This is an optimization exercise on Yosys and OpenROAD, whose aim is small area, a short achievable clock period and few clock cycles, not a production implementation.
In this exercise RTL edits were held to simulation tests only and were not proved equivalent to the original.

==> design.v <==
module stats_div #(
    parameter NW = 32,
    parameter DW = 16
) (
    input  wire          clk,
    input  wire          rst,
    input  wire          start,
    input  wire [NW-1:0] num,
    input  wire [DW-1:0] den,
    output reg           done,
    output wire [NW-1:0] quo,
    output wire [DW-1:0] rmd
);
    localparam CW = $clog2(NW + 1);
    reg [NW-1:0] q;
    reg [DW:0]   rem;
    reg [DW-1:0] d;
    reg [CW-1:0] cnt;
    reg          busy;
    wire [DW+1:0] shifted = {rem, q[NW-1]};
    wire          ge      = shifted >= {2'b00, d};
    wire [DW+1:0] diff    = shifted - {2'b00, d};
    assign quo = q;
    assign rmd = rem[DW-1:0];
    always @(posedge clk) begin
        if (rst) begin
            busy <= 1'b0;
            done <= 1'b0;
            cnt  <= {CW{1'b0}};
        end else if (start) begin
            q    <= num;
            d    <= den;
            rem  <= {(DW+1){1'b0}};
            cnt  <= NW[CW-1:0];
            busy <= 1'b1;
            done <= 1'b0;
        end else if (busy) begin
            rem <= ge ? diff[DW:0] : shifted[DW:0];
            q   <= {q[NW-2:0], ge};
            cnt <= cnt - 1'b1;
            if (cnt == 1) begin
                busy <= 1'b0;
                done <= 1'b1;
            end
        end else begin
            done <= 1'b0;
        end
    end
endmodule
module stats_isqrt #(
    parameter XW = 90
) (
    input  wire            clk,
    input  wire            rst,
    input  wire            start,
    input  wire [XW-1:0]   x,
    output reg             done,
    output wire [XW/2-1:0] root
);
    localparam RW = XW / 2;
    localparam CW = $clog2(RW + 1);
    reg [XW-1:0] xs;
    reg [RW-1:0] r;
    reg [RW+1:0] rem;
    reg [CW-1:0] cnt;
    reg          busy;
    wire [RW+3:0] cur   = {rem, xs[XW-1:XW-2]};
    wire [RW+3:0] trial = {2'b00, r, 2'b01};
    wire          ge    = cur >= trial;
    wire [RW+3:0] diff  = cur - trial;
    assign root = r;
    always @(posedge clk) begin
        if (rst) begin
            busy <= 1'b0;
            done <= 1'b0;
            cnt  <= {CW{1'b0}};
        end else if (start) begin
            xs   <= x;
            r    <= {RW{1'b0}};
            rem  <= {(RW+2){1'b0}};
            cnt  <= RW[CW-1:0];
            busy <= 1'b1;
            done <= 1'b0;
        end else if (busy) begin
            rem <= ge ? diff[RW+1:0] : cur[RW+1:0];
            r   <= {r[RW-2:0], ge};
            xs  <= {xs[XW-3:0], 2'b00};
            cnt <= cnt - 1'b1;
            if (cnt == 1) begin
                busy <= 1'b0;
                done <= 1'b1;
            end
        end else begin
            done <= 1'b0;
        end
    end
endmodule
module stats_reducer (
    input  wire         clk,
    input  wire         rst,           
    input  wire         in_valid,
    output wire         in_ready,
    input  wire         in_commit,     
    input  wire [39:0]  in_word,
    input  wire [31:0]  in_idx,        
    input  wire [31:0]  in_tick,       
    input  wire         cfg_en,        
    input  wire         cfg_align,     
    input  wire         cfg_tap,       
    input  wire [8:0]   cfg_ch,        
    input  wire [23:0]  cfg_w_m1,      
    output wire         out_valid,
    input  wire         out_ready,
    output wire [359:0] out_pkt
);
    localparam B_OVR = 38, B_BLK = 37, B_RTR = 36, B_OPN = 35;
    localparam B_MRK = 32;
    reg        c_en, c_align, c_tap;
    reg [8:0]  c_ch;
    reg [23:0] c_wm1;
    wire [24:0] c_w = {1'b0, c_wm1} + 25'd1;
    reg               win_open;
    reg        [33:0] win_end;       
    reg        [24:0] win_pos;
    reg        [24:0] win_used;
    reg        [24:0] win_ovr;
    reg signed [31:0] win_mn, win_mx;
    reg signed [55:0] win_s;
    reg        [87:0] win_s2;
    reg        [5:0]  win_fl;        
    reg        [31:0] win_tick;
    reg        done_valid;
    reg [33:0] done_end;
    wire [33:0] idx34 = {2'b00, in_idx};
    reg         dv_start;
    reg         dv_have;
    wire        dv_done;
    wire [31:0] dv_quo;
    wire [24:0] dv_rmd;
    stats_div #(.NW(32), .DW(25)) u_idxdiv (
        .clk(clk), .rst(rst), .start(dv_start),
        .num(in_idx), .den(c_w), .done(dv_done), .quo(dv_quo), .rmd(dv_rmd)
    );
    reg  [24:0] dv_r;
    reg         dv_busy;
    wire [33:0] dv_base = idx34 - {9'd0, dv_r};
    reg eng_busy;
    wire        is_mrk  = in_word[B_MRK];
    wire [3:0]  mtype   = in_word[31:28];
    wire        closer  = (mtype == 4'h8 && in_word[12:11] == 2'b00) ||
                          (mtype == 4'h3 && in_word[27] && in_word[17:16] != 2'b10);
    wire signed [31:0] v = in_word[31:0];
    wire        excl    = in_word[B_BLK] | in_word[B_RTR] | in_word[B_OPN];
    wire        slot_free = !eng_busy;
    wire        use_done  = done_valid && (idx34 <= done_end);
    wire [33:0] open_end  = use_done ? done_end + {9'd0, c_w}
                                     : dv_base + {10'd0, c_wm1};
    wire        open_ok   = !c_align || use_done || dv_have;
    wire        fresh     = !win_open;
    wire [33:0] nx_end    = fresh ? open_end : win_end;
    wire [24:0] nx_pos    = (fresh ? 25'd0 : win_pos) + 25'd1;
    wire [24:0] base_used = fresh ? 25'd0 : win_used;
    wire [24:0] nx_used   = excl ? base_used : base_used + 25'd1;
    wire [24:0] base_ovr  = fresh ? 25'd0 : win_ovr;
    wire [24:0] nx_ovr    = (!excl && in_word[B_OVR]) ? base_ovr + 25'd1 : base_ovr;
    wire        first_use = (base_used == 25'd0);
    wire signed [31:0] nx_mn = excl ? win_mn : ((first_use || v < win_mn) ? v : win_mn);
    wire signed [31:0] nx_mx = excl ? win_mx : ((first_use || v > win_mx) ? v : win_mx);
    wire signed [63:0] sq    = v * v;
    wire signed [55:0] base_s  = fresh ? 56'sd0 : win_s;
    wire        [87:0] base_s2 = fresh ? 88'd0 : win_s2;
    wire signed [55:0] nx_s  = excl ? base_s  : base_s + {{24{v[31]}}, v};
    wire        [87:0] nx_s2 = excl ? base_s2 : base_s2 + {24'd0, sq};
    wire        [5:0]  base_fl = fresh ? 6'd0 : win_fl;
    wire        [5:0]  nx_fl = excl ? base_fl : (base_fl | in_word[38:33]);
    wire        closes_after = c_align ? (idx34 >= nx_end) : (nx_pos == c_w);
    reg accept;
    reg do_close;        
    reg close_cur;       
    reg close_short;
    reg add_word;        
    reg set_done;        
    reg clr_done;
    reg want_div;
    always @(*) begin
        accept      = 1'b0;
        do_close    = 1'b0;
        close_cur   = 1'b1;
        close_short = 1'b0;
        add_word    = 1'b0;
        set_done    = 1'b0;
        clr_done    = 1'b0;
        want_div    = 1'b0;
        if (in_valid) begin
            if (in_commit) begin
                accept      = !win_open || slot_free;
                do_close    = win_open && slot_free;
                close_short = 1'b1;
                clr_done    = accept;
            end else if (!c_en) begin
                accept = 1'b1;
            end else if (is_mrk) begin
                accept      = !(closer && win_open) || slot_free;
                do_close    = closer && win_open && slot_free;
                close_short = 1'b1;
            end else if (win_open && c_align && idx34 > win_end) begin
                do_close = slot_free;
                set_done = slot_free;
            end else if (fresh && !open_ok) begin
                want_div = 1'b1;
            end else begin
                accept   = !closes_after || slot_free;
                add_word = accept;
                if (closes_after && slot_free) begin
                    do_close  = 1'b1;
                    close_cur = 1'b0;
                    set_done  = c_align;
                end
            end
        end
    end
    assign in_ready = accept;
    always @(posedge clk) begin
        if (rst) begin
            c_en       <= 1'b0;
            c_align    <= 1'b1;
            c_tap      <= 1'b0;
            c_ch       <= 9'd0;
            c_wm1      <= 24'd999;
            win_open   <= 1'b0;
            done_valid <= 1'b0;
            dv_start   <= 1'b0;
            dv_busy    <= 1'b0;
            dv_have    <= 1'b0;
        end else begin
            dv_start <= 1'b0;
            if (want_div && !dv_busy && !dv_have) begin
                dv_start <= 1'b1;
                dv_busy  <= 1'b1;
            end
            if (dv_done) begin
                dv_busy <= 1'b0;
                dv_have <= 1'b1;
                dv_r    <= dv_rmd;
            end
            if (accept)
                dv_have <= 1'b0;
            if (accept && in_commit) begin
                c_en    <= cfg_en;
                c_align <= cfg_align;
                c_tap   <= cfg_tap;
                c_ch    <= cfg_ch;
                c_wm1   <= cfg_w_m1;
            end
            if (do_close)
                win_open <= 1'b0;
            else if (add_word)
                win_open <= 1'b1;
            if (add_word) begin
                win_end  <= nx_end;
                win_pos  <= nx_pos;
                win_used <= nx_used;
                win_ovr  <= nx_ovr;
                win_mn   <= nx_mn;
                win_mx   <= nx_mx;
                win_s    <= nx_s;
                win_s2   <= nx_s2;
                win_fl   <= nx_fl;
                win_tick <= in_tick;
            end
            if (clr_done)
                done_valid <= 1'b0;
            else if (set_done) begin
                done_valid <= 1'b1;
                done_end   <= close_cur ? win_end : nx_end;
            end
        end
    end
    reg               e_short;
    reg        [8:0]  e_ch;
    reg               e_tap;
    reg        [31:0] e_tick;
    reg        [24:0] e_pos, e_used, e_ovr;
    reg signed [31:0] e_mn, e_mx;
    reg signed [55:0] e_s;
    reg        [87:0] e_s2;
    reg        [5:0]  e_fl;
    localparam E_IDLE = 3'd0, E_START = 3'd1, E_DIV = 3'd2, E_SQRT = 3'd3, E_OUT = 3'd4;
    reg [2:0] e_state;
    wire      e_start = (e_state == E_START);
    reg       mean_have, rms_have, sqrt_start;
    reg signed [31:0] e_mean;
    reg        [31:0] e_rms;
    reg               e_rms_sat;
    wire signed [57:0] mnum    = {e_s[55], e_s, 1'b0} + {33'd0, e_used};
    wire               mneg    = mnum[57];
    wire        [25:0] mden    = {e_used, 1'b0};
    wire        [57:0] mabs    = mneg ? (-mnum + {32'd0, mden} - 58'd1) : mnum;
    wire               mdiv_done;
    wire        [57:0] mdiv_q;
    stats_div #(.NW(58), .DW(26)) u_meandiv (
        .clk(clk), .rst(rst), .start(e_start),
        .num(mabs), .den(mden), .done(mdiv_done), .quo(mdiv_q), .rmd()
    );
    wire        rdiv_done;
    wire [89:0] rdiv_q;
    stats_div #(.NW(90), .DW(25)) u_rmsdiv (
        .clk(clk), .rst(rst), .start(e_start),
        .num({e_s2, 2'b00}), .den(e_used), .done(rdiv_done), .quo(rdiv_q), .rmd()
    );
    reg  [89:0] rq;
    wire        sqrt_done;
    wire [44:0] sqrt_r;
    stats_isqrt #(.XW(90)) u_sqrt (
        .clk(clk), .rst(rst), .start(sqrt_start),
        .x(rq), .done(sqrt_done), .root(sqrt_r)
    );
    wire [45:0] rms_full = ({1'b0, sqrt_r} + 46'd1) >> 1;
    always @(posedge clk) begin
        if (rst) begin
            eng_busy   <= 1'b0;
            e_state    <= E_IDLE;
            sqrt_start <= 1'b0;
            mean_have  <= 1'b0;
            rms_have   <= 1'b0;
        end else begin
            sqrt_start <= 1'b0;
            case (e_state)
                E_IDLE: begin
                    if (do_close) begin
                        eng_busy <= 1'b1;
                        e_short  <= close_short;
                        e_ch     <= c_ch;
                        e_tap    <= c_tap;
                        if (close_cur) begin
                            e_tick <= win_tick;
                            e_pos  <= win_pos;
                            e_used <= win_used;
                            e_ovr  <= win_ovr;
                            e_mn   <= win_mn;
                            e_mx   <= win_mx;
                            e_s    <= win_s;
                            e_s2   <= win_s2;
                            e_fl   <= win_fl;
                        end else begin
                            e_tick <= in_tick;
                            e_pos  <= nx_pos;
                            e_used <= nx_used;
                            e_ovr  <= nx_ovr;
                            e_mn   <= nx_mn;
                            e_mx   <= nx_mx;
                            e_s    <= nx_s;
                            e_s2   <= nx_s2;
                            e_fl   <= nx_fl;
                        end
                        mean_have <= 1'b0;
                        rms_have  <= 1'b0;
                        e_state   <= E_START;
                    end
                end
                E_START: e_state <= E_DIV;
                E_DIV: begin
                    if (e_used == 25'd0) begin
                        e_mean    <= 32'sd0;
                        e_rms     <= 32'd0;
                        e_rms_sat <= 1'b0;
                        e_state   <= E_OUT;
                    end else begin
                        if (mdiv_done) begin
                            mean_have <= 1'b1;
                            e_mean    <= mneg ? -mdiv_q[31:0] : mdiv_q[31:0];
                        end
                        if (rdiv_done) begin
                            rms_have   <= 1'b1;
                            rq         <= rdiv_q;
                            sqrt_start <= 1'b1;
                        end
                        if (mean_have && rms_have)
                            e_state <= E_SQRT;
                    end
                end
                E_SQRT: begin
                    if (sqrt_done) begin
                        if (rms_full[45:31] != 15'd0) begin
                            e_rms     <= 32'h7FFF_FFFF;
                            e_rms_sat <= 1'b1;
                        end else begin
                            e_rms     <= rms_full[31:0];
                            e_rms_sat <= 1'b0;
                        end
                        e_state <= E_OUT;
                    end
                end
                E_OUT: begin
                    if (out_ready) begin
                        eng_busy <= 1'b0;
                        e_state  <= E_IDLE;
                    end
                end
                default: e_state <= E_IDLE;
            endcase
        end
    end
    wire [5:0]  rfl   = (e_used == 25'd0) ? 6'd0 : (e_fl & 6'b101011);
    wire [5:0]  rflr  = rfl | {e_rms_sat, 5'd0};
    wire [31:0] o_mn  = (e_used == 25'd0) ? 32'd0 : e_mn;
    wire [31:0] o_mx  = (e_used == 25'd0) ? 32'd0 : e_mx;
    assign out_valid = (e_state == E_OUT);
    assign out_pkt = {
        {1'b1, rflr, 1'b0, e_rms},                                     
        {1'b1, rfl,  1'b0, e_mean},                                    
        {1'b1, rfl,  1'b0, o_mx},                                      
        {1'b1, rfl,  1'b0, o_mn},                                      
        {8'h80, 7'd0, e_ovr},                                          
        {8'h80, 7'd0, e_used},                                         
        {8'h80, 7'd0, e_pos},                                          
        {8'h80, e_tick},                                               
        {8'h80, e_ch, e_tap, e_short, 21'd0}                           
    };
endmodule
==> run.sh <==
#!/bin/bash
# synth_recipe.tcl (not shown) runs the flow's synth.tcl, then flattens the netlist and writes it again
# the make line also repeats each setting of config.mk as NAME=value (left out here)
make -C /OpenROAD-flow-scripts/flow DESIGN_CONFIG=/design/flow/config.mk WORK_HOME=/design/flow/orfs CLKGATE_MAP_FILE= SYNTH_SCRIPT=/design/flow/synth_recipe.tcl finish
==> config.mk <==
export PLATFORM = sky130hd
export DESIGN_NAME = stats_reducer
export DESIGN_NICKNAME = stats_reducer
export VERILOG_FILES = /design/flow/design.v
export SDC_FILE = /design/flow/constraint.sdc
export NUM_CORES = 4
export LEC_CHECK = 0
export CAP_MARGIN = 20
export CORE_MARGIN = 2
export CORE_UTILIZATION = 40
export PLACE_DENSITY = 0.6
export SLEW_MARGIN = 20
==> constraint.sdc <==
create_clock -name core_clock -period 13.5 [get_ports {clk}]
set_input_delay 2.7000 -clock core_clock [delete_from_list [all_inputs] [get_ports {clk}]]
set_output_delay 2.7000 -clock core_clock [all_outputs]
set_load 0.01 [all_outputs]
==> results.txt <==
[synthesized netlist by cell type, types with 46 or more instances]
cell type,count
edfxtp_1,1388
and3_1,88
o21bai_1,61
nor3_1,156
a211oi_1,91
a31oi_1,58
clkbuf_1,348
or3_1,59
a21o_1,240
nand2b_1,91
nor4_1,57
a21oi_1,588
nor2_1,752
buf_4,128
nand4_1,133
nand2_1,1259
o31ai_1,46
dfxtp_1,81
ha_1,730
mux2_2,430
nor2b_1,142
o21ai_0,473
inv_1,1671
o21a_1,84
xor2_1,252
mux2i_1,162
nand3_1,168
and2_1,305
xnor2_1,396
fa_1,1025
[layer usage]
| metal | track usage | up-vias |
|---|---|---|
| li1 | - | 42575 |
| met1 | 0.304 | 43292 |
| met2 | 0.339 | 2239 |
| met3 | 0.0323 | 442 |
| met4 | 0.0600 | 8 |
| met5 | 0 | - |
[registers in the layout, summed over array words and instances, names as in the netlist, 34 cells and up]
name,count
rq,90
u_rmsdiv.q,90
u_sqrt.xs,90
e_s2,88
win_s2,88
u_meandiv.q,58
e_s,56
win_s,56
u_sqrt.rem,47
u_sqrt.r,45
done_end,34
win_end,34
[cells by family (layout without fill, tap and decap cells)]
family,count (synthesis),count (layout),share of synthesized area
other,2,109,0.0000613
buffers and inverters,2220,3192,0.0732
AND/OR/NAND/NOR,3356,3356,0.129
multiplexers,608,608,0.0543
AO/OA/AOI/OAI,1962,1962,0.101
flip-flops,1469,1469,0.354
XOR/XNOR,648,648,0.0464
adder cells (fa/ha/maj),1755,1755,0.242
[final cells by class]
cell class	count	area share
multi-input cells	8429	0.499
clock buffers	217	0.0325
inverters	1680	0.0445
diodes	9	0.000159
clock inverters	100	0.00875
flip-flops and latches	1469	0.305
repair buffers	1195	0.0737
well taps	4100	0.0361
[through the flow]
stage / setup slack (ns) / std cells / utilization / hold slack (ns)
after floorplan: -0.0226 / 12118 / - / 0.399
after detailed placement: -0.863 / 16870 / 0.446 / 0.407
after global placement: -0.755 / 16870 / 0.446 / 0.402
after CTS: 0.0120 / 17187 / 0.465 / 0.415
after global routing: -0.104 / 17195 / 0.465 / 0.428
final: 0.325 / 17199 / 0.465 / 0.416
[path summary, 6_finish.rpt]
check	from	end	slack, ns	cells after the start
worst min-delay path	dv_busy$_SDFFE_PP0P_	dv_start$_SDFF_PP0_	0.42	1
worst min register to register	dv_busy$_SDFFE_PP0P_	dv_start$_SDFF_PP0_	0.42	1
worst max register to register	c_wm1[1]$_SDFFE_PP1P_	e_s2[26]$_DFFE_PP_	4.39	30
worst max-delay path	in_idx[30]	in_ready	0.32	25
[repair_timing]
action                                  CTS  global route
gates resized for setup                   0            28
endpoints found under the setup margin    0            52
hold buffers                              0             0
buffers inserted                          0             2
[worst register-to-register path: cells and delay by family (launching register included)]
kind | cells | cell delay, ns
muxes | 1 | 0.16
xor gates and xnor gates | 2 | 0.80
DFF | 1 | 0.50
AOI/OAI and AO/OA | 9 | 2.50
and+or+nand+nor | 12 | 2.85
buffers and inverters | 3 | 0.98
adders and majority gates | 3 | 0.89
==> results.txt <==
* Die Y at 557 um
* Row cnt at 203
* Clock Path Buffers at 4
* Cells after synthesis at 12.0k
* Syn Std Cell Area at 122000 um2
* TritonCTS Buffers at ~180
* Routability cong. at roughly 0.9
* CTS tree: done
* DR WL met3 at 19.6 mm
* GRT Residual Overflow at 0
* Final ANT Viol Nets at 0
* Most Frequent Cell on Critical Path: nand2_1
* Share of the synthesized area in the top cell type at 0.340
* Post-route clock period utilization at 0.976
* Fillers at 28.9k
* Met2 WL at 150 mm
* DR top layer: met5
* Initial core utilization at 0.401
* Worst Path Max Fanout at 19
* Slew HR at 0.268
* Clock slew at reported path FFs at 0.06 ns
* Unique masters post-synth at just over 100
* Clk latency of the worst-skew pair at 0.88 ns
* Sequential-to-total area share from yosys stat at 0.354
* Crit end category: output pin
* H-tree Lvls at 4
* Area of the multi-input gates at a little over 70000 um2
* Required time of the critical path at 10.80 ns
* Finished Cell Area at 142000 um2
* PortBufs at 407
* Top_reg_cell synth: edfxtp_1
* Post-Place Cell Area at 136000 um2
* IO Count at 507
* Most common cell after layout, fill and taps aside: inv_1
* Synth top area cells: edfxtp_1 (34%), fa_1 (17%), ha_1 (7.5%)
* Yosys warns at 5
* WS Path Type: in2out
* Metal-1 WL at 156 mm
* Final hold vios at 0
* Tmin final at 13.18 ns
* Min-Delay Path Class: reg2reg
* All-Layer GR Usage at 0.214
* Post-Route Setup TNS at 0 ns
* Final WL at roughly 330 mm
* Max Cap Viol at 0
* Via count at between 80k and 90k
* WP data arrival at 10.48 ns
* Initial DRC Count at 6362
* Startpoint type of the worst setup path: input pin
* Synth area leader: edfxtp_1
* Synth Register Bits at 1469
* Final Skew at 0.0837 ns
* Clk sink count at 1469
* Avg WL per Cell at between 15 and 20 um
* Avg Inst Size Synth at 10.2 um2
* Final net count at between 10k and 15k
* Status: complete, no violations
* Crit path max-delay family: compound AO/OA/AOI/OAI gates
* Core ar. at 305000 um2
* Initial antenna violation count at 13
* Worst path bufs/invs at 4
* Max Slew Vio Count at 0
* EDFF count, synth at between 1k and 1.5k
* Setup violators final at 0
* Largest net degree at the start of global routing at ~110
* Worst Max-Slew Pin Slew at 1.09 ns
* CTS root buf: clkbuf_16
* Initial DRT Pass Iterations at 6
* Drc violations at 0
* Area delta synth->final at 16.0%
* Slowest-stage cell, CP: o41ai_1
* DPL Wire Length at around 260 mm
* Vias per cell at 5.15
* Share of cells above drive strength 1 at 0.125
* First-pass GRT wire length at between 500 and 600 mm
* Fmax at 75.9 MHz
* Die X at 557 um
* Critical Path Max Stage Delay at 0.71 ns
* Vias in the first global route at 88.2k
* RSZ-0062 raised after global routing: yes
* Die area at about 310000 um2
* Register area at 43300 um2
* Most frequent cells in the layout: inv_1 (1668), edfxtp_1 (1388), nand2_1 (1257), fa_1 (1023), buf_4 (741)
* Synth async-reset ratio at 0
Testbench counts, summed over its fixed seeds: cycles 2,364,369.

re-timing with driven ports:
How much do the figures lean on ideal ports? The routed layout below was timed once more, with nothing changed but the port constraints. Step 1: set_driving_cell puts a clkbuf_16 on clk and a buf_2 on each other input, an assumption about the parent block. Step 2 times the ports against the registers' clock, not the clock port: input delays grow and output delays shrink by t, the midpoint of the rising clock arrivals with the driver on. Slacks: no drivers / after step 1 / after step 2; pairs: no drivers / after step 1.
t, ns: 0.950
slack for setup (ns): 0.325 / 0.302 / -0.491
worst setup path at the end: input to register
Met with ideal ports but missed after step 2: setup timing in this run. The setup slack of this run moves by -0.023 ns with the drivers and by -0.816 ns with both steps.
